Context: an optimization exercise on an open-source flow, tuned for small area, a short achievable clock period and few clock cycles per item. The choices shown serve that exercise and are no tape-out recipe.
Only simulation tests tie the RTL to the original design; equivalence was not proved.

==> 01-04: inputs <==
Design rs80_dec, start of the top module:
module rs80_dec (
    input  wire         clk,
    input  wire         rst,
    input  wire         in_valid,
    output wire         in_ready,
    input  wire [639:0] in_word,
    input  wire         in_mark_v,
    input  wire [3:0]   in_mark_dev,
    output wire         out_valid,
    output wire [1:0]   out_status,
    output wire [511:0] out_data,
    output wire [9:0]   out_devmask,
    output wire [4:0]   out_nerr
);
Settings: LEC_CHECK=0, CAP_MARGIN=20, CORE_MARGIN=2, CORE_UTILIZATION=25, PLACE_DENSITY=0.45, SLEW_MARGIN=20, TNS_END_PERCENT=5; clock period 25.0 ns.
standard.sh (not shown) runs the stock make flow with config.mk's settings and CLKGATE_MAP_FILE= SYNTH_SCRIPT=/design/flow/synth_recipe.tcl, a recipe that flattens the netlist after the stock synthesis.
==> flow/flow/run.sh <==
#!/bin/bash
# Standard ORFS layout (the standard.sh, unchanged synthesis, floorplan,
# power grid and routing) with timing repair asked to leave 18 ns of setup
# slack at the design's 25 ns clock, so that it keeps shortening the worst
# paths. The SDC and clock are the standard flow's own.
set -euo pipefail
bash standard.sh SETUP_SLACK_MARGIN=18 finish > standard.log 2>&1
==> 08-01: changes against 01-04 <==
--- a/flow/design.v
+++ b/flow/design.v
@@ -14,17 +14,16 @@
 );
     localparam [1:0] ST_CLEAN = 2'd0, ST_CORRECTED = 2'd1,
                      ST_POISONED = 2'd2, ST_UNCORR = 2'd3;
     localparam integer K    = 16;         
     localparam integer NBLK = 80 / K;
     localparam integer M    = 4;         
     localparam integer NCB  = 80 / M;
     localparam [127:0] POISON_SYN = 128'hdf767ddb152a48eb33778c8824087a00;
-    localparam [8*80-1:0] APOW = 640'hf0783c1e0f89ca65bc5e2f99c261be5fa1de6fb9d269ba5da05028140a058c46239fc1ee77b5d46a35944a259c4e279dc06030180c06038fc9ea75b45a2d984c261387cde8743a1d8040201008040201;
     function automatic [7:0] gmul(input [7:0] a, input [7:0] b);
         reg [7:0] p, x;
         integer i;
         begin
             p = 8'h00;
             x = a;
             for (i = 0; i < 8; i = i + 1) begin
                 if (b[i]) p = p ^ x;
@@ -191,23 +190,100 @@
     always @(*) begin
         one_ok = (syn[0] != 8'h00) && (syn[1] != 8'h00);
         for (i = 1; i < 15; i = i + 1)
             if (mo[i] != syn[i+1]) one_ok = 1'b0;
     end
     reg [6:0] plog;
     reg       plog_ok;
     always @(*) begin
-        plog    = 7'd0;
-        plog_ok = 1'b0;
-        for (i = 0; i < 80; i = i + 1)
-            if (xa == APOW[8*i +: 8]) begin
-                plog    = plog | i[6:0];
-                plog_ok = 1'b1;
-            end
+        plog_ok = 1'b1;
+        case (xa)
+            8'h01: plog = 7'd0;
+            8'h02: plog = 7'd1;
+            8'h04: plog = 7'd2;
+            8'h08: plog = 7'd3;
+            8'h10: plog = 7'd4;
+            8'h20: plog = 7'd5;
+            8'h40: plog = 7'd6;
+            8'h80: plog = 7'd7;
+            8'h1d: plog = 7'd8;
+            8'h3a: plog = 7'd9;
+            8'h74: plog = 7'd10;
+            8'he8: plog = 7'd11;
+            8'hcd: plog = 7'd12;
+            8'h87: plog = 7'd13;
+            8'h13: plog = 7'd14;
+            8'h26: plog = 7'd15;
+            8'h4c: plog = 7'd16;
+            8'h98: plog = 7'd17;
+            8'h2d: plog = 7'd18;
+            8'h5a: plog = 7'd19;
+            8'hb4: plog = 7'd20;
+            8'h75: plog = 7'd21;
+            8'hea: plog = 7'd22;
+            8'hc9: plog = 7'd23;
+            8'h8f: plog = 7'd24;
+            8'h03: plog = 7'd25;
+            8'h06: plog = 7'd26;
+            8'h0c: plog = 7'd27;
+            8'h18: plog = 7'd28;
+            8'h30: plog = 7'd29;
+            8'h60: plog = 7'd30;
+            8'hc0: plog = 7'd31;
+            8'h9d: plog = 7'd32;
+            8'h27: plog = 7'd33;
+            8'h4e: plog = 7'd34;
+            8'h9c: plog = 7'd35;
+            8'h25: plog = 7'd36;
+            8'h4a: plog = 7'd37;
+            8'h94: plog = 7'd38;
+            8'h35: plog = 7'd39;
+            8'h6a: plog = 7'd40;
+            8'hd4: plog = 7'd41;
+            8'hb5: plog = 7'd42;
+            8'h77: plog = 7'd43;
+            8'hee: plog = 7'd44;
+            8'hc1: plog = 7'd45;
+            8'h9f: plog = 7'd46;
+            8'h23: plog = 7'd47;
+            8'h46: plog = 7'd48;
+            8'h8c: plog = 7'd49;
+            8'h05: plog = 7'd50;
+            8'h0a: plog = 7'd51;
+            8'h14: plog = 7'd52;
+            8'h28: plog = 7'd53;
+            8'h50: plog = 7'd54;
+            8'ha0: plog = 7'd55;
+            8'h5d: plog = 7'd56;
+            8'hba: plog = 7'd57;
+            8'h69: plog = 7'd58;
+            8'hd2: plog = 7'd59;
+            8'hb9: plog = 7'd60;
+            8'h6f: plog = 7'd61;
+            8'hde: plog = 7'd62;
+            8'ha1: plog = 7'd63;
+            8'h5f: plog = 7'd64;
+            8'hbe: plog = 7'd65;
+            8'h61: plog = 7'd66;
+            8'hc2: plog = 7'd67;
+            8'h99: plog = 7'd68;
+            8'h2f: plog = 7'd69;
+            8'h5e: plog = 7'd70;
+            8'hbc: plog = 7'd71;
+            8'h65: plog = 7'd72;
+            8'hca: plog = 7'd73;
+            8'h89: plog = 7'd74;
+            8'h0f: plog = 7'd75;
+            8'h1e: plog = 7'd76;
+            8'h3c: plog = 7'd77;
+            8'h78: plog = 7'd78;
+            8'hf0: plog = 7'd79;
+            default: begin plog = 7'd0; plog_ok = 1'b0; end
+        endcase
     end
     wire [4:0] tnext_idx = cnt[4:0] + 5'd1 + nf;
     reg  [7:0] tnext;
     always @(*) begin
         tnext = 8'h00;
         for (i = 1; i < 16; i = i + 1)
             if (tnext_idx == i) tnext = syn[i];
     end
==> flow/run.sh (new file) <==
#!/bin/bash
# synth_recipe.tcl (not shown) runs the flow's synth.tcl, then flattens the netlist and writes it again
# the make line also repeats each setting of config.mk as NAME=value (left out here)
make -C /OpenROAD-flow-scripts/flow DESIGN_CONFIG=/design/flow/config.mk WORK_HOME=/design/flow/orfs CLKGATE_MAP_FILE= SYNTH_SCRIPT=/design/flow/synth_recipe.tcl finish
--- a/flow/config.mk
+++ b/flow/config.mk
@@ -5,9 +5,8 @@
 export SDC_FILE = /design/flow/constraint.sdc
 export NUM_CORES = 4
 export LEC_CHECK = 0
 export CAP_MARGIN = 20
 export CORE_MARGIN = 2
 export CORE_UTILIZATION = 25
 export PLACE_DENSITY = 0.45
 export SLEW_MARGIN = 20
-export TNS_END_PERCENT = 5
removed: flow/flow/run.sh
removed: flow/standard.sh
==> 01-03: changes against 01-04 <==
--- a/flow/design.v
+++ b/flow/design.v
@@ -14,17 +14,16 @@
 );
     localparam [1:0] ST_CLEAN = 2'd0, ST_CORRECTED = 2'd1,
                      ST_POISONED = 2'd2, ST_UNCORR = 2'd3;
     localparam integer K    = 16;         
     localparam integer NBLK = 80 / K;
     localparam integer M    = 4;         
     localparam integer NCB  = 80 / M;
     localparam [127:0] POISON_SYN = 128'hdf767ddb152a48eb33778c8824087a00;
-    localparam [8*80-1:0] APOW = 640'hf0783c1e0f89ca65bc5e2f99c261be5fa1de6fb9d269ba5da05028140a058c46239fc1ee77b5d46a35944a259c4e279dc06030180c06038fc9ea75b45a2d984c261387cde8743a1d8040201008040201;
     function automatic [7:0] gmul(input [7:0] a, input [7:0] b);
         reg [7:0] p, x;
         integer i;
         begin
             p = 8'h00;
             x = a;
             for (i = 0; i < 8; i = i + 1) begin
                 if (b[i]) p = p ^ x;
@@ -191,23 +190,100 @@
     always @(*) begin
         one_ok = (syn[0] != 8'h00) && (syn[1] != 8'h00);
         for (i = 1; i < 15; i = i + 1)
             if (mo[i] != syn[i+1]) one_ok = 1'b0;
     end
     reg [6:0] plog;
     reg       plog_ok;
     always @(*) begin
-        plog    = 7'd0;
-        plog_ok = 1'b0;
-        for (i = 0; i < 80; i = i + 1)
-            if (xa == APOW[8*i +: 8]) begin
-                plog    = plog | i[6:0];
-                plog_ok = 1'b1;
-            end
+        plog_ok = 1'b1;
+        case (xa)
+            8'h01: plog = 7'd0;
+            8'h02: plog = 7'd1;
+            8'h04: plog = 7'd2;
+            8'h08: plog = 7'd3;
+            8'h10: plog = 7'd4;
+            8'h20: plog = 7'd5;
+            8'h40: plog = 7'd6;
+            8'h80: plog = 7'd7;
+            8'h1d: plog = 7'd8;
+            8'h3a: plog = 7'd9;
+            8'h74: plog = 7'd10;
+            8'he8: plog = 7'd11;
+            8'hcd: plog = 7'd12;
+            8'h87: plog = 7'd13;
+            8'h13: plog = 7'd14;
+            8'h26: plog = 7'd15;
+            8'h4c: plog = 7'd16;
+            8'h98: plog = 7'd17;
+            8'h2d: plog = 7'd18;
+            8'h5a: plog = 7'd19;
+            8'hb4: plog = 7'd20;
+            8'h75: plog = 7'd21;
+            8'hea: plog = 7'd22;
+            8'hc9: plog = 7'd23;
+            8'h8f: plog = 7'd24;
+            8'h03: plog = 7'd25;
+            8'h06: plog = 7'd26;
+            8'h0c: plog = 7'd27;
+            8'h18: plog = 7'd28;
+            8'h30: plog = 7'd29;
+            8'h60: plog = 7'd30;
+            8'hc0: plog = 7'd31;
+            8'h9d: plog = 7'd32;
+            8'h27: plog = 7'd33;
+            8'h4e: plog = 7'd34;
+            8'h9c: plog = 7'd35;
+            8'h25: plog = 7'd36;
+            8'h4a: plog = 7'd37;
+            8'h94: plog = 7'd38;
+            8'h35: plog = 7'd39;
+            8'h6a: plog = 7'd40;
+            8'hd4: plog = 7'd41;
+            8'hb5: plog = 7'd42;
+            8'h77: plog = 7'd43;
+            8'hee: plog = 7'd44;
+            8'hc1: plog = 7'd45;
+            8'h9f: plog = 7'd46;
+            8'h23: plog = 7'd47;
+            8'h46: plog = 7'd48;
+            8'h8c: plog = 7'd49;
+            8'h05: plog = 7'd50;
+            8'h0a: plog = 7'd51;
+            8'h14: plog = 7'd52;
+            8'h28: plog = 7'd53;
+            8'h50: plog = 7'd54;
+            8'ha0: plog = 7'd55;
+            8'h5d: plog = 7'd56;
+            8'hba: plog = 7'd57;
+            8'h69: plog = 7'd58;
+            8'hd2: plog = 7'd59;
+            8'hb9: plog = 7'd60;
+            8'h6f: plog = 7'd61;
+            8'hde: plog = 7'd62;
+            8'ha1: plog = 7'd63;
+            8'h5f: plog = 7'd64;
+            8'hbe: plog = 7'd65;
+            8'h61: plog = 7'd66;
+            8'hc2: plog = 7'd67;
+            8'h99: plog = 7'd68;
+            8'h2f: plog = 7'd69;
+            8'h5e: plog = 7'd70;
+            8'hbc: plog = 7'd71;
+            8'h65: plog = 7'd72;
+            8'hca: plog = 7'd73;
+            8'h89: plog = 7'd74;
+            8'h0f: plog = 7'd75;
+            8'h1e: plog = 7'd76;
+            8'h3c: plog = 7'd77;
+            8'h78: plog = 7'd78;
+            8'hf0: plog = 7'd79;
+            default: begin plog = 7'd0; plog_ok = 1'b0; end
+        endcase
     end
     wire [4:0] tnext_idx = cnt[4:0] + 5'd1 + nf;
     reg  [7:0] tnext;
     always @(*) begin
         tnext = 8'h00;
         for (i = 1; i < 16; i = i + 1)
             if (tnext_idx == i) tnext = syn[i];
     end
==> flow/flow/run.sh (replaced) <==
#!/bin/bash
# Standard ORFS layout (the standard.sh, unchanged synthesis, floorplan,
# power grid and routing) with timing repair asked to leave 17 ns of setup
# slack at the design's 25 ns clock, so that it keeps shortening the worst
# paths. The SDC and clock are the standard flow's own.
set -euo pipefail
bash standard.sh SETUP_SLACK_MARGIN=17 finish > standard.log 2>&1
==> run notes <==
metric                                                                            01-03              01-04                  08-01
Number of sequential cells                                                         1520               1512                   1520
Clock buffer cells                                                                  277                285                    264
Worst R2R Setup Slack                                                          16480 ps           17260 ps               12700 ps
Area taken by flip-flops and latches                                        44200 sq um        44000 sq um            44200 sq um
Largest stage delay on the critical path                                        1070 ps             920 ps                1100 ps
Area fraction in compound gates after synthesis                                  0.0927              0.110                 0.0927
Utilization of the core after routing                                             0.326              0.332                  0.306
Run status                                             no timing/DRC/antenna violations  no timing/DRC/antenna violations  no timing/DRC/antenna violations
Nets in the synthesized netlist                                                   21800              22900                  21800
Fraction of area in registers                                                     0.186              0.170                  0.198
Insertion delay to the later sink of the worst-skew pair                        1110 ps            1120 ps                1180 ps
Worst hold margin                                                                556 ps             551 ps                 529 ps
Avg Vias per Cell                                                                  5.65               5.87                   5.63
Cell count after placement                                                        31800              33000                  31500
Worst path required time                                                       25700 ps           25960 ps               25990 ps
Die Footprint                                                              736000 sq um       787000 sq um           736000 sq um
Clk cell area share                                                              0.0294             0.0270                 0.0314
Proportion of synthesized area in mux cells                                      0.0278             0.0254                 0.0278
Number of DRC markers after the initial detailed-route iteration                  28900              36600                  29100
Worst setup path startpoint                                       bsel[2]$_SDFFCE_PN0P_  bsel[0]$_DFFE_PP_  bsel[4]$_SDFFCE_PN0P_
Number of instances resized during post-cts repair                                 1078               1624                      0
Slew headroom                                                                    0.0777             0.0525                 0.0482
Netlist Area Pre-Place                                                     182000 sq um       195000 sq um           182000 sq um
Die extent in x                                                             858 microns        887 microns            858 microns
Share of synthesized area occupied by flip-flops and latches                      0.242              0.226                  0.242
Testbench counts of 01-04, summed over its fixed seeds: cycles 64,385, words 3,200.
Testbench counts of 08-01, summed over its fixed seeds: cycles 64,385, words 3,200.
Testbench counts of 01-03, summed over its fixed seeds: cycles 64,385, words 3,200.

re-timing with driven ports:
The results above use ideal ports. As a check the final layouts listed here were re-extracted and re-timed, cells and wires unchanged.
Step 1 (the two cells are an assumption about what drives the block):
set clk [get_ports {clk}]
set_driving_cell -lib_cell sky130_fd_sc_hd__clkbuf_16 $clk
set_driving_cell -lib_cell sky130_fd_sc_hd__buf_2 [delete_from_list [all_inputs] $clk]
Step 2 times the ports against the registers' clock, not the clock port: input delays grow and output delays shrink by t, the midpoint of the rising clock arrivals with the driver on.
Slacks: ideal ports / drivers / drivers and shift; pairs: ideal ports / drivers.
run	shift t [ns]	slack for setup (ns)	latest minus earliest clock arrival (ns)	cell pins on the clock port's net
01-04	1.164	17.262 / 17.152 / 16.398	0.199 / 0.199	1
08-01	1.224	12.695 / 12.695 / 12.695	0.183 / 0.183	1
01-03	1.204	16.479 / 16.479 / 15.758	0.160 / 0.161	1
After both steps setup and hold are still met in every run listed. The setup slack of 01-04, which loses most, moves by -0.110 ns with the drivers and by -0.864 ns with both steps.
